From an optimization exercise on the open Yosys and OpenROAD flow, aimed at small area, a short achievable clock period and few clock cycles per item; shortcuts taken in it are not production practice.
RTL that was checked went through simulation tests only; none was proved equivalent to the original.
Power is estimated from default activity; no workload was simulated.

==> flow/design.v (excerpt) <==
module mx_quant (
    input  wire        clk,
    input  wire        rst,
    input  wire        in_valid,
    output wire        in_ready,
    input  wire [31:0] in_data,
    input  wire [15:0] in_rand,
    input  wire [3:0]  in_fmt,
    input  wire [1:0]  in_rmode,
    output wire        out_valid,
    input  wire        out_ready,
    output wire [7:0]  out_elem,
    output wire [7:0]  out_scale,
    output wire        out_last
);
    localparam [2:0] F_E4M3 = 3'd0;
    localparam [2:0] F_E5M2 = 3'd1;
    localparam [2:0] F_E3M2 = 3'd2;
    localparam [2:0] F_E2M3 = 3'd3;
    localparam [2:0] F_E2M1 = 3'd4;
    localparam [2:0] F_INT8 = 3'd5;
    localparam [1:0] RM_RTZ  = 2'd1;
    localparam [1:0] RM_STOC = 2'd2;
    localparam integer NS = 33;      
    localparam integer W = 47;
    reg  [W*NS-1:0] ring;
    wire [W-1:0] st0  = ring[W-1:0];
    wire [W-1:0] st31 = ring[W*31 +: W];
    wire [W-1:0] st32 = ring[W*32 +: W];
    function [7:0] dec_e;
        input [W-1:0] v;
  ...
Size: about 3300 cells after synthesis, ~43000 um^2 of cells after synthesis.
Settings: LEC_CHECK=0, ABC_AREA=1, CAP_MARGIN=20, CORE_MARGIN=2, CORE_UTILIZATION=60, CTS_CLUSTER_DIAMETER=80, CTS_CLUSTER_SIZE=30, SLEW_MARGIN=20, TNS_END_PERCENT=10; clock period 28.0 ns.
standard.sh (not shown) runs the stock make flow with config.mk's settings and CLKGATE_MAP_FILE= SYNTH_SCRIPT=/design/flow/synth_recipe.tcl, a recipe that flattens the netlist after the stock synthesis.
==> flow/flow/run.sh <==
#!/bin/bash
# The standard layout (the standard.sh, unchanged synthesis), with two
# changes in how ORFS is asked to lay it out:
# - every input and output port gets a buf_2 as its port buffer.
set -euo pipefail
export SETUP_SLACK_MARGIN=21.2
export BUFFER_PORTS_ARGS="-buffer_cell sky130_fd_sc_hd__buf_2"
bash standard.sh > standard.log 2>&1
The starting point ran to the end with no violations.
Change:
--- a/flow/config.mk
+++ b/flow/config.mk
@@ -10,6 +10,5 @@
 export CORE_MARGIN = 2
 export CORE_UTILIZATION = 60
-export CTS_CLUSTER_DIAMETER = 80
+export CTS_CLUSTER_DIAMETER = 150
 export CTS_CLUSTER_SIZE = 30
 export SLEW_MARGIN = 20
-export TNS_END_PERCENT = 10
What happened: The changed run passed the timing, design-rule and antenna checks. Maximum frequency barely changes. Non-clock buffer count shrinks by 11. Count of clock-buffer cells in the layout grows by 3. Area after synthesis is unchanged. Die area does not change. Clock skew shrinks by 0.0030 ns.
Change:
--- a/flow/config.mk
+++ b/flow/config.mk
@@ -10,5 +10,5 @@
 export CORE_MARGIN = 2
 export CORE_UTILIZATION = 60
-export CTS_CLUSTER_DIAMETER = 150
-export CTS_CLUSTER_SIZE = 30
+export CTS_CLUSTER_DIAMETER = 60
+export CTS_CLUSTER_SIZE = 36
 export SLEW_MARGIN = 20
Design area goes up slightly.
Global-route usage goes up by 0.13 points.
Total power goes up by a few percent.
Routed wire length goes up slightly.
First-iteration DRC count goes up by roughly a tenth.
Function was not checked in any run of this note: the RTL went through the layout flow alone.


## quartz
Another version of the RTL of mx_quant (not shown whole).
Size: roughly 3100 cells after synthesis, roughly 77 I/O pins, about 41000 um^2 of cells after synthesis.
clock: 28.0 ns
lec_check: 0
abc_area: 1
cap_margin: 20
core_margin: 2
core_utilization: 60
cts_cluster_diameter: 80
cts_cluster_size: 30
place_density: 0.85
slew_margin: 20
==> flow/flow/run.sh <==
#!/bin/bash
# The standard layout (the standard.sh, unchanged synthesis), with two
# changes in how ORFS is asked to lay it out:
# - every input and output port gets a buf_2 as its port buffer.
set -euo pipefail
export SETUP_SLACK_MARGIN=21.0
export BUFFER_PORTS_ARGS="-buffer_cell sky130_fd_sc_hd__buf_2"
bash standard.sh > standard.log 2>&1
In summary, quartz completed successfully, with a layout that passed the timing, design-rule and antenna checks.
Testbench counts of quartz, summed over its fixed seeds: cycles 12,560, items 384.
> inputs changed (quartz -> harbor)
# quartz
export LEC_CHECK = 0
export ABC_AREA = 1
export CAP_MARGIN = 20
export CORE_MARGIN = 2
export CORE_UTILIZATION = 60
export CTS_CLUSTER_DIAMETER = 80
export CTS_CLUSTER_SIZE = 30
export PLACE_DENSITY = 0.85
export SLEW_MARGIN = 20
create_clock -name core_clock -period 28.0 [get_ports {clk}]
# harbor
export LEC_CHECK = 0
export ABC_AREA = 1
export CAP_MARGIN = 20
export CORE_MARGIN = 2
export CORE_UTILIZATION = 60
export CTS_CLUSTER_DIAMETER = 80
export CTS_CLUSTER_SIZE = 30
export SLEW_MARGIN = 20
create_clock -name core_clock -period 28.0 [get_ports {clk}]
-- flow/flow/run.sh --
<<< quartz, line 6
export SETUP_SLACK_MARGIN=21.0
>>> harbor, line 6
export SETUP_SLACK_MARGIN=21.4
==> notes.md <==
Looking at final RePlAce weighted congestion across harbor and quartz, the one that comes out higher is quartz. Looking at clock period minus final worst setup slack across harbor and quartz, the one that comes out lower is quartz. harbor reports a higher fraction of cell area in non-clock buffers than quartz does. Wire length grows slightly when moving from quartz to harbor. quartz ended up with o_ent[8] as its start point of the critical path; harbor ended up with o_ent[1]. Diff quartz -> harbor: half-perimeter wire length after placement rose 1.4%; die area about even; maximum clock rate about even.
#### Input delta (garnet over harbor)
# harbor
export LEC_CHECK = 0
export ABC_AREA = 1
export CAP_MARGIN = 20
export CORE_MARGIN = 2
export CORE_UTILIZATION = 60
export CTS_CLUSTER_DIAMETER = 80
export CTS_CLUSTER_SIZE = 30
export SLEW_MARGIN = 20
create_clock -name core_clock -period 28.0 [get_ports {clk}]
# garnet
export LEC_CHECK = 0
export ABC_AREA = 1
export CAP_MARGIN = 20
export CORE_MARGIN = 2
export CORE_UTILIZATION = 60
export CTS_CLUSTER_DIAMETER = 80
export CTS_CLUSTER_SIZE = 30
export PLACE_DENSITY = 0.85
export SLEW_MARGIN = 20
create_clock -name core_clock -period 28.0 [get_ports {clk}]
## What came out
garnet | stages: all done | timing, DRC, antenna: all pass. Run comparison: garnet top metal layer carrying routed signals met5; harbor top metal layer carrying routed signals met4. A start point of the critical path of o_ent[1] is what harbor shows, while o_scale[6] belongs to garnet. Compared with harbor, garnet shows a lower number of cells upsized or downsized after cts. Comparing first-iteration DRC count for garnet and harbor, the bigger number came from garnet. In the flow results for garnet and harbor, the final standard cell area without fillers is larger on harbor.
Edits applied to the flow inputs when going from garnet to raven:
# garnet
export LEC_CHECK = 0
export ABC_AREA = 1
export CAP_MARGIN = 20
export CORE_MARGIN = 2
export CORE_UTILIZATION = 60
export CTS_CLUSTER_DIAMETER = 80
export CTS_CLUSTER_SIZE = 30
export PLACE_DENSITY = 0.85
export SLEW_MARGIN = 20
create_clock -name core_clock -period 28.0 [get_ports {clk}]
# raven
export LEC_CHECK = 0
export ABC_AREA = 1
export CAP_MARGIN = 20
export CORE_MARGIN = 2
export CORE_UTILIZATION = 60
export CTS_CLUSTER_DIAMETER = 50
export CTS_CLUSTER_SIZE = 24
export SLEW_MARGIN = 20
create_clock -name core_clock -period 28.0 [get_ports {clk}]
--- outcome ---
- Fraction of power consumed by combinational cells ends up lower on raven.
- Compared with garnet, raven shows overall power consumption higher by about 12%.
- Taking garnet as the reference, in raven share of power burned in the clock network shows an increase of 7.4 points, worst setup slack shows a reduction of 23 ps.
- In raven, the worst hold slack came out 10 ps below the value in garnet.
- Of the two values seen for origin of the worst setup path, o_ent[3] was produced by raven and o_scale[6] by garnet.
- Comparing garnet with raven, the sequential power came out essentially unchanged.
- Looking at post-route cell area across both flows, raven is the weaker of the two, with garnet ahead.
For pepper, these inputs were changed with respect to raven:
# raven
export LEC_CHECK = 0
export ABC_AREA = 1
export CAP_MARGIN = 20
export CORE_MARGIN = 2
export CORE_UTILIZATION = 60
export CTS_CLUSTER_DIAMETER = 50
export CTS_CLUSTER_SIZE = 24
export SLEW_MARGIN = 20
create_clock -name core_clock -period 28.0 [get_ports {clk}]
# pepper
export LEC_CHECK = 0
export ABC_AREA = 1
export CAP_MARGIN = 20
export CORE_MARGIN = 2
export CORE_UTILIZATION = 60
export CTS_CLUSTER_DIAMETER = 80
export CTS_CLUSTER_SIZE = 30
export PLACE_DENSITY = 0.85
export SLEW_MARGIN = 20
create_clock -name core_clock -period 28.0 [get_ports {clk}]
-- flow/flow/run.sh --
<<< raven, line 6
export SETUP_SLACK_MARGIN=21.4
>>> pepper, line 6
export SETUP_SLACK_MARGIN=21.2
[summary]
- Re count of fill cells added during filler insertion: raven was lower than pepper.
- Compared to raven, the routing of pepper uses less wire.
- Per the comparison of pepper with raven, net switching power decreased by 13% relative to the old numbers, number of placed instances with taps included closely matched the old numbers.
Input-level comparison between ember and pepper:
# pepper
export LEC_CHECK = 0
export ABC_AREA = 1
export CAP_MARGIN = 20
export CORE_MARGIN = 2
export CORE_UTILIZATION = 60
export CTS_CLUSTER_DIAMETER = 80
export CTS_CLUSTER_SIZE = 30
export PLACE_DENSITY = 0.85
export SLEW_MARGIN = 20
create_clock -name core_clock -period 28.0 [get_ports {clk}]
# ember
export LEC_CHECK = 0
export ABC_AREA = 1
export CAP_MARGIN = 20
export CORE_MARGIN = 2
export CORE_UTILIZATION = 60
export CTS_CLUSTER_DIAMETER = 80
export CTS_CLUSTER_SIZE = 30
export PLACE_DENSITY = 0.95
export SLEW_MARGIN = 20
create_clock -name core_clock -period 28.0 [get_ports {clk}]
-- flow/flow/run.sh --
<<< pepper, line 6
export SETUP_SLACK_MARGIN=21.2
>>> ember, line 6
export SETUP_SLACK_MARGIN=21.4
[summary]
- | worst hold margin | ember vs pepper | 16 ps lower |
- Re via count: pepper and ember aren't equal, and the lower value belongs to pepper.
- Remaining max-slew budget at the tightest pin, pepper and ember: higher on ember


mx_quant, a different RTL version from the one above (not shown whole).
For scale: ~3500 cells after synthesis, ~77 I/O pins, about 44000 µm² of cells after synthesis.
clock: 28.0 ns
lec_check: 0
abc_area: 1
cap_margin: 20
core_margin: 2
core_utilization: 60
cts_cluster_diameter: 80
cts_cluster_size: 30
slew_margin: 20
==> flow/flow/run.sh <==
#!/bin/bash
# The standard layout (the standard.sh, unchanged synthesis), with two
# changes in how ORFS is asked to lay it out:
# - every input and output port gets a buf_2 as its port buffer.
set -euo pipefail
export SETUP_SLACK_MARGIN=21.7
export BUFFER_PORTS_ARGS="-buffer_cell sky130_fd_sc_hd__buf_2"
bash standard.sh > standard.log 2>&1
The starting point completed without violations.
Testbench counts at the start, summed over its fixed seeds: cycles 12,568, items 384.
Next try:
--- a/flow/flow/run.sh
+++ b/flow/flow/run.sh
@@ -4,5 +4,5 @@
 # - every input and output port gets a buf_2 as its port buffer.
 set -euo pipefail
-export SETUP_SLACK_MARGIN=21.7
+export SETUP_SLACK_MARGIN=21.4
 export BUFFER_PORTS_ARGS="-buffer_cell sky130_fd_sc_hd__buf_2"
 bash standard.sh > standard.log 2>&1
What happened: Utilization goes down by 0.49 points; routed wire length goes down by 2.3%; cell area goes down by 0.73%; setup slack is worse by 0.012 ns.
Next try:
==> flow/flow/run.sh (replaced) <==
#!/bin/bash
# The standard layout (the standard.sh, unchanged synthesis), with ORFS's
# timing repair asked to leave at least SETUP_SLACK_MARGIN ns of setup slack
# at the design's clock period, so that it works on the design's slowest
# paths although the design's period leaves them plenty of slack.
set -euo pipefail
export SETUP_SLACK_MARGIN=21.4
bash standard.sh > standard.log 2>&1
- CORE_UTILIZATION: 60 -> 40
=> Cell count increases by 12%; power is about the same; die area increases by 49%; count of clock-buffer cells in the layout increases by 6; wire length decreases by 6.9%; non-clock buffer count increases by 7; clock skew decreases by 0.017 ns.


Another version of the RTL of mx_quant (not shown whole).
Size: roughly 3300 cells after synthesis, ~1800 flip-flops.
clock: 28.0 ns
lec_check: 0
abc_clock_period_in_ps: 5000
cap_margin: 20
core_margin: 2
core_utilization: 40
slew_margin: 20
run.sh (not shown) runs the stock make flow with config.mk's settings and CLKGATE_MAP_FILE= SYNTH_SCRIPT=/design/flow/synth_recipe.tcl, a recipe that flattens the netlist after the stock synthesis.
Stock flow here: none of the scripts above is used.
Testbench counts at the start, summed over its fixed seeds: cycles 12,568, items 384.
Change:
- ABC_CLOCK_PERIOD_IN_PS: 5000 -> not set
The changed run finished clean.
Final cell count stays the same.
Via count stays the same.
Total power is unchanged.
Die area is unchanged.
Cell area does not change.

-- static timing again, ports no longer ideal --
The flow's constraints put no driver on any port. The routed layouts listed below were extracted and timed again, unchanged, in two steps. Step 1 assumes that a clkbuf_16 drives the clock port and a buf_2 every other input. Step 2, shift: input delay + t, output delay - t, t = (earliest + latest rising clock arrival at the registers) / 2. This alone moves slack from input paths to output paths. Three values: ideal, step 1, step 2; two values: the first two.
run | t (ns) | slack for setup (ns) | hold WS [ns] | cell pins on the clock port's net
the first run of note 1 | 0.690 | 21.232 / 21.165 / 20.631 | 0.306 / 0.306 / 0.306 | 1
the second run of note 1 | 0.692 | 21.215 / 21.184 / 20.554 | 0.310 / 0.310 / 0.310 | 1
the third run of note 1 | 0.700 | 21.233 / 21.168 / 20.601 | 0.300 / 0.300 / 0.300 | 1
quartz | 0.711 | 21.166 / 21.100 / 20.696 | 0.320 / 0.320 / 0.320 | 1
harbor | 0.704 | 21.146 / 21.080 / 20.826 | 0.304 / 0.304 / 0.304 | 1
garnet | 0.696 | 21.159 / 21.093 / 20.832 | 0.304 / 0.304 / 0.304 | 1
raven | 0.736 | 21.136 / 21.072 / 20.805 | 0.293 / 0.293 / 0.293 | 1
pepper | 0.692 | 21.152 / 21.087 / 20.706 | 0.316 / 0.316 / 0.316 | 1
ember | 0.699 | 21.167 / 21.101 / 20.816 | 0.300 / 0.300 / 0.300 | 1
the first run of note 3 | 0.708 | 21.222 / 21.153 / 20.752 | 0.321 / 0.321 / 0.321 | 1
the second run of note 3 | 0.713 | 21.210 / 21.147 / 20.745 | 0.302 / 0.302 / 0.302 | 1
the third run of note 3 | 0.716 | 21.192 / 21.128 / 20.784 | 0.304 / 0.304 / 0.304 | 1
the first run of note 4 | 0.806 | 18.714 / 18.644 / 19.450 | 0.291 / 0.291 / 0.291 | 1
the second run of note 4 | 0.806 | 18.714 / 18.644 / 19.450 | 0.291 / 0.291 / 0.291 | 1
After both steps every run listed still meets setup and hold. The setup slack of the second run of note 1, which loses most, moves by -0.031 ns with the drivers and by -0.661 ns with both steps.
